This is an optimization exercise on Yosys and OpenROAD, whose aim is small area and few clock cycles, not a production implementation.
In this exercise RTL edits were held to simulation tests only and were not proved equivalent to the original.
No activity file was given, so power comes from the tool's default toggle rates.

== job 3459 ==
// eland_tx
module eland_tx (
    input  wire        clk,
    input  wire        rst,           
    input  wire        start,
    input  wire [10:0] length,        
    input  wire [1:0]  spread,        
    input  wire [6:0]  npre,          
    output wire        start_ready,
    input  wire [7:0]  in_data,
    input  wire        in_valid,
    output wire        in_ready,
    output wire        chip,
    output wire        chip_valid,
    output wire        chip_last,
    input  wire        chip_ready
);
    localparam [31:0] PRE_PAT  = 32'hB856E2D3;
    localparam [63:0] SYNC_PAT = 64'h35CA4FB1D670B94E;
    localparam E_IDLE = 3'd0, E_PRE = 3'd1, E_SYNC = 3'd2, E_PHR = 3'd3, E_PAY = 3'd4;
    reg  [2:0]   est;                    
    wire         cwnext;                 
    wire         xfer;                   
    reg  [767:0] ring;                  
    wire [31:0]  r0 = ring[31:0];        
    wire [31:0]  r1 = ring[63:32];       
    reg  [4:0]   ph;                     
    reg  [3:0]   sv;                     
    wire [23:0]  dec;                    
    reg         ld;                      
    reg  [1:0]  lq;                      
    reg  [4:0]  ls;                      
    reg  [10:0] rlen;                    
    reg         ahead;                   
    reg  [31:0] crc;
    wire [6:0]  lo      = {lq, 4'd0} + {1'b0, lq, 3'd0} + {2'd0, ls};
    wire [7:0]  loff    = {1'b0, lo} + (ahead ? 8'd96 : 8'd0);
    wire [11:0] rem     = {1'b0, rlen} - {4'd0, loff};
    wire        host    = !rem[11] && (rem[10:0] > 11'd4);
    wire        nz      = !rem[11] && (rem[10:0] != 11'd0);
  ...
Settings: LEC_CHECK=0, CAP_MARGIN=20, CORE_MARGIN=2, CORE_UTILIZATION=70, PLACE_DENSITY=0.85, SLEW_MARGIN=20; clock period 12.0 ns.
standard.sh (not shown) runs the stock make flow with config.mk's settings and CLKGATE_MAP_FILE= SYNTH_SCRIPT=/design/flow/synth_recipe.tcl, a recipe that flattens the netlist after the stock synthesis.
==> flow/flow/run.sh <==
#!/bin/bash
# Standard layout; clock tree synthesis without dummy loads and with larger
# sink clusters; ports buffered with the smallest buffer.
set -euo pipefail
export CTS_ARGS="-sink_clustering_enable -repair_clock_nets -dont_use_dummy_load -buf_list sky130_fd_sc_hd__clkbuf_8 -sink_clustering_size 16 -sink_clustering_max_diameter 100"
export BUFFER_PORTS_ARGS="-inputs -outputs -buffer_cell sky130_fd_sc_hd__buf_1"
bash standard.sh > standard.log 2>&1
Job 3459: flow completed, timing, DRC and antenna clean
Testbench counts of job 3459, summed over its fixed seeds: cycles 1,790,809.
Changes in job 1748 relative to job 3459:
diff --git a/flow/flow/run.sh b/flow/flow/run.sh
--- a/flow/flow/run.sh
+++ b/flow/flow/run.sh
@@ -5 +5 @@
-export CTS_ARGS="-sink_clustering_enable -repair_clock_nets -dont_use_dummy_load -buf_list sky130_fd_sc_hd__clkbuf_8 -sink_clustering_size 16 -sink_clustering_max_diameter 100"
+export CTS_ARGS="-sink_clustering_enable -repair_clock_nets -dont_use_dummy_load -buf_list sky130_fd_sc_hd__clkbuf_8 -sink_clustering_size 15 -sink_clustering_max_diameter 100"
diff --git a/flow/config.mk b/flow/config.mk
--- a/flow/config.mk
+++ b/flow/config.mk
@@ -8 +8 @@
-export CAP_MARGIN = 20
+export CAP_MARGIN = 0
@@ -10,3 +10,3 @@
-export CORE_UTILIZATION = 70
-export PLACE_DENSITY = 0.85
-export SLEW_MARGIN = 20
+export CORE_UTILIZATION = 60
+export PLACE_DENSITY = 0.7
+export SLEW_MARGIN = 0
Findings:
From job 3459 to job 1748 the numbers moved as follows: time the final worst path needs with I/O delays and setup has decreased; switching power has decreased.
Re final instance area: job 3459 and job 1748 aren't equal, and the lower value belongs to job 3459.
Re instance count after placement with tap cells included: job 3459 and job 1748 aren't equal, and the higher value belongs to job 1748.
The global routing usage summed across all routing layers of job 1748 falls short of that of job 3459 by 5.8 points.
Status: static power due to leakage parity (job 1748, job 3459)
When job 1748 is measured against job 3459, its multi-input gate share of the layout cell area turns out 0.15 points lower.
When job 1748 is measured against job 3459, its register fraction of the total cell area turns out 0.32 points lower.
Job 3459 → job 1748: slack of the critical path went up 0.0094 ns, internal power component saw an increase, core utilization fell 10 points.
Here is what was changed in the inputs of job 1215 compared with job 1748.
diff --git a/flow/config.mk b/flow/config.mk
--- a/flow/config.mk
+++ b/flow/config.mk
@@ -10,2 +10,2 @@
-export CORE_UTILIZATION = 60
-export PLACE_DENSITY = 0.7
+export CORE_UTILIZATION = 65
+export PLACE_DENSITY = 0.78
### Flow results
Higher total die area among job 1748 and job 1215: job 1748. On insertion delay of the later-clocked pin in the worst-skew pair, job 1748 and job 1215 are neck and neck. Compared with job 1748, in job 1215 share of post-route cells with drive strength above 1 now sits lower; share of total power in the clock network now sits at about the same level; share of cell area taken by multi-input logic gates now sits at about the same level; fraction of power consumed by sequential logic now sits higher. The core of job 1215 is more densely filled than that of job 1748. Job 1215: mean number of vias per cell higher than job 1748. Final design area excluding fillers: job 1215 vs job 1748 — no meaningful difference.
Input changes introduced in job 8886 (baseline for comparison: job 1215):
diff --git a/flow/config.mk b/flow/config.mk
--- a/flow/config.mk
+++ b/flow/config.mk
@@ -8 +8 @@
-export CAP_MARGIN = 0
+export CAP_MARGIN = 20
@@ -10,3 +10,3 @@
-export CORE_UTILIZATION = 65
-export PLACE_DENSITY = 0.78
-export SLEW_MARGIN = 0
+export CORE_UTILIZATION = 60
+export PLACE_DENSITY = 0.7
+export SLEW_MARGIN = 20
--- outcome ---
Job 8886 | stages: all done | timing, DRC, antenna: all pass. The run showing the greater die width is job 8886. Sequential share of layout area in job 8886 is 0.26 points lower than in job 1215. Looking at number of DRC markers after the initial detailed-route iteration, job 8886 sits 136 below job 1215. Job 8886 vs. job 1215: cell-internal power stayed essentially flat, multi-input gate area in the final layout stayed essentially flat. Changes observed in job 8886 relative to job 1215: count of clock-buffer cells in the layout did not really move; power essentially unchanged. Job 1215 → job 8886: hold slack +0.025 ns; transition at the pin with the smallest max-transition slack lost 0.087 ns; global routing usage summed across all routing layers lower; max-slew headroom at the worst pin shows an increase of 6.0 points.

eland_tx, a different RTL version from the one above (not shown whole).
For scale: roughly 2100 cells after synthesis, ~38 I/O pins.
Design eland_tx, start of the top module:
module eland_tx (
    input  wire        clk,
    input  wire        rst,           
    input  wire        start,
    input  wire [10:0] length,        
    input  wire [1:0]  spread,        
    input  wire [6:0]  npre,          
    output wire        start_ready,
    input  wire [7:0]  in_data,
    input  wire        in_valid,
    output wire        in_ready,
    output wire        chip,
    output wire        chip_valid,
    output wire        chip_last,
    input  wire        chip_ready
);
==> flow/config.mk <==
export PLATFORM = sky130hd
export DESIGN_NAME = eland_tx
export DESIGN_NICKNAME = eland_tx
export VERILOG_FILES = /design/flow/design.v
export SDC_FILE = /design/flow/constraint.sdc
export NUM_CORES = 4
export LEC_CHECK = 0
export CAP_MARGIN = 0
export CORE_MARGIN = 2
export CORE_UTILIZATION = 60
export PLACE_DENSITY = 0.7
export SLEW_MARGIN = 0
==> flow/constraint.sdc <==
create_clock -name core_clock -period 12.0 [get_ports {clk}]
set_input_delay 2.4000 -clock core_clock [delete_from_list [all_inputs] [get_ports {clk}]]
set_output_delay 2.4000 -clock core_clock [all_outputs]
set_load 0.01 [all_outputs]
==> flow/flow/run.sh <==
#!/bin/bash
# Standard layout; clock tree synthesis without dummy loads and with larger
# sink clusters; ports buffered with the smallest buffer.
set -euo pipefail
export CTS_ARGS="-sink_clustering_enable -repair_clock_nets -dont_use_dummy_load -buf_list sky130_fd_sc_hd__clkbuf_8 -sink_clustering_size 21 -sink_clustering_max_diameter 60"
export BUFFER_PORTS_ARGS="-inputs -outputs -buffer_cell sky130_fd_sc_hd__buf_1"
bash standard.sh > standard.log 2>&1
The starting point produced a clean layout.
Testbench counts at the start, summed over its fixed seeds: cycles 1,792,826.
Edit:
--- a/flow/flow/run.sh
+++ b/flow/flow/run.sh
@@ -5 +5 @@
-export CTS_ARGS="-sink_clustering_enable -repair_clock_nets -dont_use_dummy_load -buf_list sky130_fd_sc_hd__clkbuf_8 -sink_clustering_size 21 -sink_clustering_max_diameter 60"
+export CTS_ARGS="-sink_clustering_enable -repair_clock_nets -dont_use_dummy_load -buf_list sky130_fd_sc_hd__clkbuf_8 -sink_clustering_size 17 -sink_clustering_max_diameter 80"
The changed run ran to the end with no violations.
Fmax barely changes.
Clock power increases by about 9%.
Worst hold slack is better by 0.033 ns.
Routed wire length increases by 0.99%.
Setup slack is worse by 0.011 ns.
Synthesized area stays the same.
Die area does not change.
Edit:
--- a/flow/flow/run.sh
+++ b/flow/flow/run.sh
@@ -5 +5 @@
-export CTS_ARGS="-sink_clustering_enable -repair_clock_nets -dont_use_dummy_load -buf_list sky130_fd_sc_hd__clkbuf_8 -sink_clustering_size 17 -sink_clustering_max_diameter 80"
+export CTS_ARGS="-sink_clustering_enable -repair_clock_nets -dont_use_dummy_load -buf_list sky130_fd_sc_hd__clkbuf_8 -sink_clustering_size 15 -sink_clustering_max_diameter 100"
- ABC_AREA: unset -> 1
What happened: The changed run ran to the end with no violations; worst setup slack improved by 0.14 ns; sequential share of layout area came out lower by 0.28 points; maximum frequency came out higher by 2.0%; routed wire length came out higher by 12%.

Another version of the RTL of eland_tx (not shown whole).
For scale: roughly 38 I/O pins, roughly 0.029 mm² of cells after synthesis.
export LEC_CHECK = 0
export CAP_MARGIN = 20
export CORE_MARGIN = 2
export CORE_UTILIZATION = 60
export PLACE_DENSITY = 0.7
export SLEW_MARGIN = 20
create_clock -name core_clock -period 12.0 [get_ports {clk}]
==> flow/flow/run.sh <==
#!/bin/bash
# Standard layout; clock tree synthesis without dummy loads and with larger
# sink clusters; ports buffered with the smallest buffer.
set -euo pipefail
export CTS_ARGS="-sink_clustering_enable -repair_clock_nets -dont_use_dummy_load -buf_list sky130_fd_sc_hd__clkbuf_4 -sink_clustering_size 8 -sink_clustering_max_diameter 80"
export BUFFER_PORTS_ARGS="-inputs -outputs -buffer_cell sky130_fd_sc_hd__buf_1"
bash standard.sh > standard.log 2>&1
Testbench counts at the start, summed over its fixed seeds: cycles 1,790,809.
Change:
==> flow/flow/run.sh (replaced) <==
#!/bin/bash
# Standard layout; clock tree synthesis without dummy loads and with larger
# sink clusters; ports buffered with the smallest buffer.
set -euo pipefail
export CTS_ARGS="-sink_clustering_enable -repair_clock_nets -dont_use_dummy_load -buf_list sky130_fd_sc_hd__clkbuf_8 -sink_clustering_size 14 -sink_clustering_max_diameter 100"
export BUFFER_PORTS_ARGS="-inputs -outputs -buffer_cell sky130_fd_sc_hd__buf_1"
bash standard.sh > standard.log 2>&1
Result: Critical path depth does not change; setup slack gains 0.26 ns; cell area hardly moves; flip-flop and latch count does not change; clock skew went down by 0.082 ns; core utilization stays flat; cell count goes down by a few percent; maximum frequency rises by a few percent; power increases slightly; wire length came out lower slightly; hold slack is better by 0.018 ns.
Change:
==> flow/flow/run.sh (replaced) <==
#!/bin/bash
# Standard layout; clock tree synthesis without dummy loads and with larger sink clusters.
set -euo pipefail
export CTS_ARGS="-sink_clustering_enable -repair_clock_nets -dont_use_dummy_load -buf_list sky130_fd_sc_hd__clkbuf_16 -sink_clustering_size 24 -sink_clustering_max_diameter 150"
bash standard.sh > standard.log 2>&1
Effect:
- wire length went up by 1.3%
- clock-buffer cell count went down by 32
- via count went down by 1.8%
- global-route usage hardly moves
- worst hold slack barely changes
- final area went up by 0.82%
- total power went up by 1.7%
- non-clock buffer count went down by 4
- synthesized cell count is unchanged
- worst setup slack degrades by 0.32 ns

eland_tx with an RTL version that a note above also has.
Size: roughly 2100 cells after synthesis, about 940 flip-flops, ~38 I/O pins.
clock: 12.0 ns
lec_check: 0
cap_margin: 0
core_margin: 2
core_utilization: 60
place_density: 0.7
slew_margin: 0
==> flow/flow/run.sh <==
#!/bin/bash
# Standard layout; clock tree synthesis without dummy loads and with larger
# sink clusters; ports buffered with the smallest buffer.
set -euo pipefail
export CTS_ARGS="-sink_clustering_enable -repair_clock_nets -dont_use_dummy_load -buf_list sky130_fd_sc_hd__clkbuf_8 -sink_clustering_size 16 -sink_clustering_max_diameter 70"
export BUFFER_PORTS_ARGS="-inputs -outputs -buffer_cell sky130_fd_sc_hd__buf_1"
bash standard.sh > standard.log 2>&1
Testbench counts at the start, summed over its fixed seeds: cycles 1,792,826.
Edit:
==> flow/flow/run.sh (replaced) <==
#!/bin/bash
# Standard layout; clock tree synthesis without dummy loads and with larger
# sink clusters; ports buffered with the smallest buffer.
set -euo pipefail
export CTS_ARGS="-sink_clustering_enable -repair_clock_nets -dont_use_dummy_load -buf_list sky130_fd_sc_hd__clkbuf_8 -sink_clustering_size 19 -sink_clustering_max_diameter 70"
export BUFFER_PORTS_ARGS="-inputs -outputs -buffer_cell sky130_fd_sc_hd__buf_1"
bash standard.sh > standard.log 2>&1
--- a/flow/config.mk
+++ b/flow/config.mk
@@ -7,2 +7,3 @@
 export LEC_CHECK = 0
+export ABC_AREA = 1
 export CAP_MARGIN = 0
What happened:
- The new run ran to the end with no violations
- via count grows by roughly a tenth
- wire length rises by roughly a tenth
- utilization increases by 0.68 points
Edit:
==> flow/flow/run.sh (replaced) <==
#!/bin/bash
# Standard layout; clock tree synthesis without dummy loads and with larger
# sink clusters; ports buffered with the smallest buffer.
set -euo pipefail
export CTS_ARGS="-sink_clustering_enable -repair_clock_nets -dont_use_dummy_load -buf_list sky130_fd_sc_hd__clkbuf_8 -sink_clustering_size 15 -sink_clustering_max_diameter 100"
export BUFFER_PORTS_ARGS="-inputs -outputs -buffer_cell sky130_fd_sc_hd__buf_1"
bash standard.sh > standard.log 2>&1
--- a/flow/config.mk
+++ b/flow/config.mk
@@ -7,3 +7,2 @@
 export LEC_CHECK = 0
-export ABC_AREA = 1
 export CAP_MARGIN = 0
Outcome: Combinational power came out lower by about 10%; final cell count drops by 10%; utilization is lower by 0.66 points; maximum frequency shrinks by 1.5%; register-to-register slack improved by 0.02 ns; worst hold slack improved by 0.048 ns; final area grows by 0.44%.
Edit:
==> flow/flow/run.sh (replaced) <==
#!/bin/bash
# Standard layout; clock tree synthesis without dummy loads and with larger
# sink clusters; ports buffered with the smallest buffer.
set -euo pipefail
export CTS_ARGS="-sink_clustering_enable -repair_clock_nets -dont_use_dummy_load -buf_list sky130_fd_sc_hd__clkbuf_8 -sink_clustering_size 17 -sink_clustering_max_diameter 80"
export BUFFER_PORTS_ARGS="-inputs -outputs -buffer_cell sky130_fd_sc_hd__buf_1"
bash standard.sh > standard.log 2>&1
--- a/flow/config.mk
+++ b/flow/config.mk
@@ -7,2 +7,3 @@
 export LEC_CHECK = 0
+export ABC_AREA = 1
 export CAP_MARGIN = 0
Combinational power climbs by about 10%.
Power climbs by about 1.8%.
Via count went up by about 10%.
Edit:
==> flow/flow/run.sh (replaced) <==
#!/bin/bash
# Standard layout; clock tree synthesis without dummy loads and with larger
# sink clusters; ports buffered with the smallest buffer.
set -euo pipefail
export CTS_ARGS="-sink_clustering_enable -repair_clock_nets -dont_use_dummy_load -buf_list sky130_fd_sc_hd__clkbuf_8 -sink_clustering_size 19 -sink_clustering_max_diameter 70"
export BUFFER_PORTS_ARGS="-inputs -outputs -buffer_cell sky130_fd_sc_hd__buf_1"
bash standard.sh > standard.log 2>&1
--- a/flow/config.mk
+++ b/flow/config.mk
@@ -7,3 +7,2 @@
 export LEC_CHECK = 0
-export ABC_AREA = 1
 export CAP_MARGIN = 0
Utilization came out lower by 1.3 points.
Total power came out lower by a few percent.
Setup slack degrades by 0.11 ns.
Count of clock-buffer cells in the layout came out lower by 7.
First-iteration DRC count came out lower by roughly a tenth.
Critical path depth came out lower by 7.

RTL: one of the versions met above, not the one the previous note started from.
Size in the first run: about 38 I/O pins.
export LEC_CHECK = 0
export CAP_MARGIN = 20
export CORE_MARGIN = 2
export CORE_UTILIZATION = 60
export PLACE_DENSITY = 0.7
export SLEW_MARGIN = 20
create_clock -name core_clock -period 12.0 [get_ports {clk}]
==> flow/flow/run.sh <==
#!/bin/bash
# Standard layout; clock tree synthesis without dummy loads and with larger sink clusters.
set -euo pipefail
export CTS_ARGS="-sink_clustering_enable -repair_clock_nets -dont_use_dummy_load -buf_list sky130_fd_sc_hd__clkbuf_8 -sink_clustering_size 14 -sink_clustering_max_diameter 100"
bash standard.sh > standard.log 2>&1
Testbench counts at the start, summed over its fixed seeds: cycles 1,790,809.
Next try:
==> flow/flow/run.sh (replaced) <==
#!/bin/bash
# Standard layout; clock tree synthesis without dummy loads and with larger
# sink clusters; ports buffered with the smallest buffer.
set -euo pipefail
export CTS_ARGS="-sink_clustering_enable -repair_clock_nets -dont_use_dummy_load -buf_list sky130_fd_sc_hd__clkbuf_8 -sink_clustering_size 17 -sink_clustering_max_diameter 120"
export BUFFER_PORTS_ARGS="-inputs -outputs -buffer_cell sky130_fd_sc_hd__buf_1"
bash standard.sh > standard.log 2>&1
The new run ran to the end with no violations.
Combinational power barely changes.
Wire length drops by 0.46%.
Final cell count drops by 0.46%.
Register-to-register slack is better by 90 ps.
Via count barely changes.
Worst setup slack is better by 340 ps.
Global-route usage drops by 0.18 points.
Total power drops by 2.8%.
Final area drops by 1.3%.

==> what the ideal ports hide <==
The results above use ideal ports. As a check the final layouts listed here were re-extracted and re-timed, cells and wires unchanged. Step 1, drivers: a clkbuf_16 drives clk and a buf_2 each remaining input, both assumed. Step 2 moves the port delays by t, midway between the first and last clock arrival at a register: inputs arrive t later, outputs are due t later. That takes back most of the time a late clock gives input paths. Slacks: ideal ports / drivers / drivers and shift; pairs: ideal ports / drivers.
run	shift t [ns]	setup WS [ns]	latest minus earliest clock arrival (ns)	pins driven straight from the clock port
job 3459	0.683	4.987 / 4.932 / 5.615	0.063 / 0.064	1
job 1748	0.689	4.996 / 4.943 / 5.632	0.045 / 0.046	1
job 1215	0.692	5.020 / 4.961 / 5.653	0.074 / 0.073	1
job 8886	0.688	4.956 / 4.903 / 5.591	0.047 / 0.047	1
the first run of note 2	0.694	4.872 / 4.816 / 5.510	0.088 / 0.088	1
the second run of note 2	0.684	4.861 / 4.807 / 5.491	0.123 / 0.122	1
the third run of note 2	0.703	5.003 / 4.949 / 5.652	0.092 / 0.092	1
the first run of note 3	0.965	4.630 / 4.576 / 5.541	0.117 / 0.118	1
the second run of note 3	0.697	4.887 / 4.832 / 5.529	0.039 / 0.039	1
the third run of note 3	0.625	4.563 / 4.508 / 5.133	0.056 / 0.057	1
the first run of note 4	0.685	4.900 / 4.846 / 5.531	0.098 / 0.098	1
the second run of note 4	0.694	4.953 / 4.896 / 5.590	0.134 / 0.134	1
the third run of note 4	0.697	4.849 / 4.790 / 5.487	0.063 / 0.064	1
the fourth run of note 4	0.679	4.990 / 4.936 / 5.615	0.091 / 0.092	1
the fifth run of note 4	0.702	4.880 / 4.822 / 5.524	0.104 / 0.104	1
the first run of note 5	0.703	4.492 / 4.437 / 5.140	0.064 / 0.063	1
the second run of note 5	0.722	4.837 / 4.783 / 5.504	0.077 / 0.077	1
After both steps setup and hold are still met in every run listed.
